What follows belongs to an exercise in optimizing a design on an open flow for small area, a short achievable clock period and few clock cycles per item; a production flow would make more cautious choices. The RTL was checked by simulation tests, not by an equivalence proof against the original design. Power figures rest on the tool's default switching activity, not on a simulated workload.

==> flow/design.v <==
module steer_hash (
    input              clk,
    input              rst,         
    input              start,       
    input      [63:0]  in_cfg,      
    input      [639:0] in_key,      
    input      [319:0] in_tkey,     
    output reg         done,        
    output     [31:0]  hash
);
    localparam integer K   = 2;                  
    localparam integer QB  = 16 * K;             
    localparam integer NST = (18 + K - 1) / K;   
    localparam [31:0] CRC_POLY = 32'h82F6_3B78;    
    function [31:0] crc_col(input integer t);
        reg [31:0] v;
        reg        fb;
        integer    n;
        begin
            v = 32'd0;
            for (n = 0; n < QB; n = n + 1) begin
                fb = v[0] ^ (n == t);
                v  = (v >> 1) ^ (fb ? CRC_POLY : 32'd0);
            end
            crc_col = v;
        end
    endfunction
    function [31:0] pad_init(input integer p);
        reg [31:0] c;
        integer    n;
        begin
            c = 32'hFFFF_FFFF;
            for (n = 0; n < 16 * p; n = n + 1)
                c = {c[30:0] ^ (c[31] ? CRC_POLY[30:0] : 31'd0), c[31]};
            pad_init = ~c;
        end
    endfunction
    function integer msg_pos(input integer q);
        integer b;
        begin
            b = 15 - (q % 16);
            msg_pos = 16 * (q / 16) + ((b >= 8) ? (b - 8) : (b + 8));
        end
    endfunction
    function [K-1:0] tcomb(input [K-1:0] a, input [K-1:0] b);
        integer x, y;
        begin
            tcomb = a | b;
            for (x = 1; x < K; x = x + 1)
                for (y = 1; x + y <= K; y = y + 1)
                    tcomb[x+y-1] = tcomb[x+y-1] | (a[x-1] & b[y-1]);
        end
    endfunction
    reg            busy;
    reg            func;         
    reg  [39:0]    rem;          
    reg  [NST-1:0] step;         
    reg  [QB-1:0]  dat;          
    reg  [63:0]    win;          
    reg  [31:0]    acc;          
    wire [39:0]    in_mask = in_cfg[55:16] & {40{in_cfg[63]}};
    wire           c_func  = busy ? func : in_cfg[62];
    wire [39:0]    c_mask  = busy ? rem : in_mask;
    wire [NST-1:0] c_step  = busy ? step : {{(NST-1){1'b0}}, 1'b1};
    wire [5:0]     pnum  = {5'd0, in_cfg[63] & ^in_cfg[55:16]};
    wire           empty = ~in_cfg[63] | ~|in_cfg[55:16];
    integer        s, h, lv;
    reg  [K-1:0]   pad;          
    reg  [31:0]    init;         
    integer        p;
    always @(*) begin
        for (p = 0; p < K; p = p + 1)
            pad[p] = busy ? (p == 0) : ((in_cfg[62] ? 6'd0 : pnum) == p);
        init = 32'd0;
        if (!in_cfg[62]) begin
            if (empty)
                init = pad_init(K);      
            else
                for (p = 1; p < K; p = p + 1)
                    init = init | (pad_init(p) & {32{pad[p]}});
        end
    end
    wire [K-1:0] pre [0:6][0:39];
    genvar g, l;
    generate
        for (g = 0; g < 40; g = g + 1) begin : g_leaf
            assign pre[0][g] = (g == 0) ? {K{1'b0}} : {{(K-1){1'b0}}, c_mask[g-1]};
        end
        for (l = 0; l < 6; l = l + 1) begin : g_lvl
            for (g = 0; g < 40; g = g + 1) begin : g_pos
                if ((g >> l) & 1)
                    assign pre[l+1][g] = tcomb(pre[l][((g >> l) << l) - 1], pre[l][g]);
                else
                    assign pre[l+1][g] = pre[l][g];
            end
        end
    endgenerate
    reg  [15:0]    dr [0:K-1];
    reg  [15:0]    ds [0:K-1];
    reg  [QB-1:0]  c_dat;
    reg  [39:0]    rest;
    reg  [K:0]     th;
    integer        i;
    always @(*) begin
        for (i = 0; i < K; i = i + 1) dr[i] = 16'd0;
        for (s = 0; s < 40; s = s + 1) begin
            th = {pre[6][s], 1'b1};
            for (i = 0; i < K; i = i + 1)
                if (c_mask[s] && th[i] && !th[i+1])
                    dr[i] = dr[i] | in_key[639 - 16*s -: 16];
        end
        for (i = 0; i < K; i = i + 1) begin
            ds[i] = 16'd0;
            for (p = 0; p <= i; p = p + 1)
                if (pad[p]) ds[i] = ds[i] | dr[i-p];
            c_dat[QB-1-16*i -: 16] = ds[i];
        end
        rest = 40'd0;
        for (s = 0; s < 40; s = s + 1) begin
            th = {pre[6][s], 1'b1};
            for (p = 0; p < K; p = p + 1)
                if (pad[p] && th[K-p]) rest[s] = c_mask[s];
        end
    end
    reg  [2:0]     sc [0:63];
    always @(*) begin
        for (s = 0; s < 64; s = s + 1)
            sc[s] = (s < 40) ? {2'b00, c_mask[s]} : 3'd0;
        for (lv = 32; lv >= 1; lv = lv / 2)
            for (h = 0; h < lv; h = h + 1)
                sc[h] = {sc[2*h][2] | sc[2*h+1][2] | (sc[2*h][1] & sc[2*h+1][0]) | (sc[2*h][0] & sc[2*h+1][1]),
                         sc[2*h][1] | sc[2*h+1][1] | (sc[2*h][0] & sc[2*h+1][0]),
                         sc[2*h][0] | sc[2*h+1][0]};
    end
    wire           more = sc[0][2];
    reg  [31:0]    fetch;
    reg  [63:0]    c_win;
    integer        st;
    always @(*) begin
        fetch = 32'd0;
        for (st = 1; st < NST; st = st + 1)
            fetch = fetch | (in_tkey[319 - 32*(st+1) -: 32] & {32{c_step[st]}});
        if (busy)
            c_win = {win[31:0], fetch & {32{func}}};
        else
            c_win = in_tkey[319:256] & {64{in_cfg[62]}};
    end
    wire [63:0]    wb = win | {64{~func}};
    reg  [31:0]    arr, col;
    integer        q, b, t;
    always @(*) begin
        arr = 32'd0;
        for (q = 0; q < QB; q = q + 1) begin
            col = crc_col(msg_pos(q));
            for (b = 0; b < 32; b = b + 1)
                arr[b] = arr[b] ^ (dat[QB-1-q] & (col[b] ? wb[32-q+b] : win[32-q+b]));
        end
    end
    wire [31:0]    nxt = arr ^ (func ? acc : 32'hFFFF_FFFF);
    wire [31:0]    c_acc = busy ? nxt : init;
    reg  [QB-1:0]  n_dat;
    always @(*) begin
        for (q = 0; q < QB; q = q + 1) begin
            t = msg_pos(q);
            n_dat[QB-1-q] = c_dat[QB-1-q] ^ ((t < 32) ? (~c_func & ~c_acc[t]) : 1'b0);
        end
    end
    always @(posedge clk) begin
        if (rst) begin
            busy <= 1'b0;
            done <= 1'b0;
        end else begin
            done <= 1'b0;
            if (start || busy) begin
                busy <= more;
                done <= ~more;
            end
        end
        func <= c_func;
        rem  <= rest;
        step <= c_step << 1;
        dat  <= n_dat;
        win  <= c_win;
        acc  <= c_acc;
    end
    assign hash = nxt;
endmodule
clock: 9.0 ns
lec_check: 0
cap_margin: 20
cell_pad_in_sites_detail_placement: 1
cell_pad_in_sites_global_placement: 2
core_area: 5 5 395 395
die_area: 0 0 400 400
place_density: 0.4
setup_slack_margin: 3.5
slew_margin: 20
standard.sh (not shown) runs the stock make flow with config.mk's settings and CLKGATE_MAP_FILE= SYNTH_SCRIPT=/design/flow/synth_recipe.tcl, a recipe that flattens the netlist after the stock synthesis.
==> flow/flow/run.sh <==
#!/bin/bash
# Standard ORFS layout; port buffers use the smallest buffer cell.
set -o pipefail
bash standard.sh "BUFFER_PORTS_ARGS=-buffer_cell sky130_fd_sc_hd__buf_1" finish > standard_flow.log 2>&1
Testbench counts at the start, summed over its fixed seeds: cycles 30,055, hashes 4,800.
Next try:
--- a/flow/config.mk
+++ b/flow/config.mk
@@ -14 +14 @@
-export SETUP_SLACK_MARGIN = 3.5
+export SETUP_SLACK_MARGIN = 4.0
@@ -15,0 +16 @@
+export TNS_END_PERCENT = 10
After rerunning:
- The new run passed the timing, DRC and antenna checks
- setup slack gains 0.25 ns
- non-clock buffer count is higher by 83
- power is higher by about 2.2%
- sequential cell count does not change
- via count is higher by about 1.6%
- combinational power is higher by about 2%
- cell area is higher by 4.2%
- synthesized area stays the same
- clock skew is higher by 0.019 ns
Next try:
--- a/flow/config.mk
+++ b/flow/config.mk
@@ -11,2 +11,2 @@
-export CORE_AREA = 5 5 395 395
-export DIE_AREA = 0 0 400 400
+export CORE_AREA = 5 5 415 415
+export DIE_AREA = 0 0 420 420
@@ -14 +14 @@
-export SETUP_SLACK_MARGIN = 4.0
+export SETUP_SLACK_MARGIN = 4.5
Effect:
- count of clock-buffer cells in the layout is unchanged
- total power shrinks by about 0.55%
- die area climbs by 10%
- worst hold slack gets better by 0.023 ns
- cell area is about the same
- sequential cell count is unchanged
- sequential power drops by about 4%
- non-clock buffer count went up by 15
Next try:
--- a/flow/config.mk
+++ b/flow/config.mk
@@ -14 +14 @@
-export SETUP_SLACK_MARGIN = 4.5
+export SETUP_SLACK_MARGIN = 3.5
After rerunning: Total power is lower by a few percent. Critical path depth is unchanged. Cell count decreases slightly. Global-route usage drops by 0.98 points. Worst setup slack is worse by 0.085 ns. Synthesized cell count stays the same. Wire length goes down by a few percent. Synthesized area does not change. Design area is lower by a few percent. Non-clock buffer count goes down by 99. Die area is unchanged.

========
the previous run:
steer_hash, a different RTL version from the one above (not shown whole).
Size: about 5100 cells after synthesis, ~180 flip-flops, ~1100 I/O pins.
clock: 9.0 ns
lec_check: 0
cap_margin: 20
cell_pad_in_sites_detail_placement: 1
cell_pad_in_sites_global_placement: 2
core_area: 5 5 415 415
die_area: 0 0 420 420
place_density: 0.4
setup_slack_margin: 2.0
slew_margin: 20
Scripts as last shown in full above: flow/flow/run.sh
Having completed the whole flow, the previous run delivered a layout that passed the timing, DRC and antenna checks.
Testbench counts of the previous run, summed over its fixed seeds: cycles 30,055, hashes 4,800.
Modified inputs, the current run compared to the previous run
==> flow/run.sh (new file) <==
#!/bin/bash
# synth_recipe.tcl (not shown) runs the flow's synth.tcl, then flattens the netlist and writes it again
# the make line also repeats each setting of config.mk as NAME=value (left out here)
make -C /OpenROAD-flow-scripts/flow DESIGN_CONFIG=/design/flow/config.mk WORK_HOME=/design/flow/orfs CLKGATE_MAP_FILE= SYNTH_SCRIPT=/design/flow/synth_recipe.tcl finish
--- a/flow/config.mk
+++ b/flow/config.mk
@@ -12,4 +12,4 @@
 export DIE_AREA = 0 0 420 420
 export PLACE_DENSITY = 0.4
-export SETUP_SLACK_MARGIN = 2.0
+export SETUP_SLACK_MARGIN = 3.0
 export SLEW_MARGIN = 20
removed: flow/flow/run.sh
removed: flow/standard.sh
Findings:
- Clock power (the previous run / the current run): 1.05
- Taking the previous run as the reference point, the layout cell share with drive strength beyond 1 of the current run rises by 5.0 points.
- Going from the previous run to the current run, clock latency of the later-clocked register in the worst-skew pair grows by 0.02 ns.
- The run showing the smaller clock power share is the current run.
- Relative to the previous run, the current run degrades static leakage.
- The number of enable-type register cells in the synthesized netlist of the current run and that of the previous run are within noise of each other.
- The wire length of the first global-routing pass of the current run was inferior to that of the previous run.
- Total power: the current run vs the previous run up about 27%
- Summary of the current run over the previous run: peak supply drop moved up; maximum net fanout on the critical path moved down; finished layout cell area moved up.

========
JK:
Another version of the RTL of steer_hash (not shown whole).
Size in the first run: ~180 flip-flops, ~1100 I/O pins, about 36000 um2 of cells after synthesis.
Settings: LEC_CHECK=0, CAP_MARGIN=20, CELL_PAD_IN_SITES_DETAIL_PLACEMENT=1, CELL_PAD_IN_SITES_GLOBAL_PLACEMENT=2, CORE_AREA=5 5 395 395, DIE_AREA=0 0 400 400, PLACE_DENSITY=0.4, SETUP_SLACK_MARGIN=3.5, SLEW_MARGIN=20; clock period 9.0 ns.
==> flow/flow/run.sh <==
#!/bin/bash
# Standard ORFS layout; port buffers use the smallest buffer cell.
set -o pipefail
bash standard.sh "BUFFER_PORTS_ARGS=-buffer_cell sky130_fd_sc_hd__buf_1" finish > standard_flow.log 2>&1
JK: full flow OK, the timing, DRC and antenna checks passed
Testbench counts of JK, summed over its fixed seeds: cycles 30,055, hashes 4,800.
#### Input delta (MS over JK)
Settings: swapping 5 5 395 395 for 5 5 415 415 in CORE_AREA; swapping 0 0 400 400 for 0 0 420 420 in DIE_AREA.
Findings:
MS went all the way through the flow, and no timing, DRC or antenna check failed.
MS vs. JK: post-cts gate resize count increased by about 3% relative to the old numbers, sequential fraction of total cell area closely matched the old numbers, worst setup slack after layout decreased by 0.0047 ns relative to the old numbers.
diff inputs: MS => AL
Settings: a change of SETUP_SLACK_MARGIN from 3.5 to 2.5.
Notes after the runs:
No stage failed in AL, and the final checks on the layout all came back clean. Final hold slack is higher on MS. Setup slack ends up lower on AL. Between MS and AL, post-detailed-routing wire length decreased. AL vs MS: total of cells resized after clock tree synthesis down in AL. Between AL and MS, it is AL whose aggregate global-route resource usage is lower, by 0.40 points. Fraction of power consumed by the clock network (lower): MS.

========
## v6
Another version of the RTL of steer_hash (not shown whole).
Size: ~5900 cells after synthesis, ~180 flip-flops, ~37000 um2 of cells after synthesis.
==> flow/config.mk <==
export PLATFORM = sky130hd
export DESIGN_NAME = steer_hash
export DESIGN_NICKNAME = steer_hash
export VERILOG_FILES = /design/flow/design.v
export SDC_FILE = /design/flow/constraint.sdc
export NUM_CORES = 4
export LEC_CHECK = 0
export CAP_MARGIN = 20
export CELL_PAD_IN_SITES_DETAIL_PLACEMENT = 1
export CELL_PAD_IN_SITES_GLOBAL_PLACEMENT = 2
export CORE_AREA = 5 5 415 415
export DIE_AREA = 0 0 420 420
export PLACE_DENSITY = 0.4
export SETUP_SLACK_MARGIN = 4.0
export SLEW_MARGIN = 20
==> flow/constraint.sdc <==
create_clock -name core_clock -period 9.0 [get_ports {clk}]
set_input_delay 1.8000 -clock core_clock [delete_from_list [all_inputs] [get_ports {clk}]]
set_output_delay 1.8000 -clock core_clock [all_outputs]
set_load 0.01 [all_outputs]
Scripts as last shown in full above: flow/flow/run.sh
Testbench counts of v6, summed over its fixed seeds: cycles 30,055, hashes 4,800.
diff inputs: v6 => v7
Settings: SETUP_SLACK_MARGIN now 3.5, was 4.0.
==> notes.md <==
v7: full flow OK, the timing, DRC and antenna checks passed
Compared with v6, v7 shows number of non-clock buffers that has gone down by more than 10%.
On clock period minus final worst setup slack: v7 sits above v6.
Going from v6 to v7, area of combinational cells with multiple inputs shrank by a few percent.
From v7 to v6, total of buffers placed on input and output ports did not move at all.
Between v7 and v6, it is v7 whose maximum number of pins on one net before global-route repair is lower, by 28%.
v7 vs v6, instance count: v7 lower
Capturing element of the worst setup path: dat[3] -> v6, dat[7] -> v7
[v7] routed wire length on met3 fell about 14% relative to v6
Slowest library cell on the worst path: o32ai_4 -> v6, xnor3_1 -> v7
Power per cell area down 27 nW/um2 in v7 wrt v6
Higher fraction of power spent switching nets was reported by v7, not v6.
In v7 relative to v6, maximum frequency had gone down by a few percent.

[re-timing with driven ports]
No port has a modelled driver above. Below, the same layouts with a new extraction and two added sets of constraints.
Step 1 (the two cells are an assumption about what drives the block):
set clk [get_ports {clk}]
set_driving_cell -lib_cell sky130_fd_sc_hd__clkbuf_16 $clk
set_driving_cell -lib_cell sky130_fd_sc_hd__buf_2 [delete_from_list [all_inputs] $clk]
Step 2, shift: input delay + t, output delay - t, t = (earliest + latest rising clock arrival at the registers) / 2. This alone moves slack from input paths to output paths.
Slacks: no drivers / after step 1 / after step 2; pairs: no drivers / after step 1.
run | shift t [ns] | setup WS [ns] | hold slack, ns | worst register clock-pin slew, ns
the first run of note 1 | 0.609 | 3.242 / 3.199 / 2.590 | 0.478 / 0.478 / 0.478 | 0.10 / 0.10
the second run of note 1 | 0.615 | 3.494 / 3.497 / 2.882 | 0.472 / 0.472 / 0.472 | 0.11 / 0.11
the third run of note 1 | 0.600 | 3.282 / 3.254 / 2.654 | 0.496 / 0.496 / 0.496 | 0.12 / 0.12
the fourth run of note 1 | 0.607 | 3.197 / 3.165 / 2.558 | 0.491 / 0.491 / 0.491 | 0.12 / 0.12
the previous run | 0.657 | 1.987 / 1.883 / 1.680 | 0.474 / 0.474 / 0.474 | 0.11 / 0.11
the current run | 0.677 | 2.818 / 2.712 / 2.334 | 0.460 / 0.460 / 0.460 | 0.11 / 0.11
JK | 0.642 | 3.331 / 3.361 / 2.719 | 0.466 / 0.466 / 0.466 | 0.11 / 0.11
MS | 0.653 | 3.326 / 3.338 / 2.685 | 0.474 / 0.474 / 0.474 | 0.10 / 0.10
AL | 0.655 | 2.427 / 2.386 / 1.731 | 0.463 / 0.463 / 0.463 | 0.10 / 0.10
v6 | 0.583 | 3.632 / 3.468 / 2.885 | 0.465 / 0.465 / 0.465 | 0.11 / 0.11
v7 | 0.605 | 3.299 / 3.243 / 2.638 | 0.482 / 0.482 / 0.482 | 0.10 / 0.10
After both steps every run listed still meets setup and hold. The setup slack of v6, which loses most, moves by -0.164 ns with the drivers and by -0.747 ns with both steps.
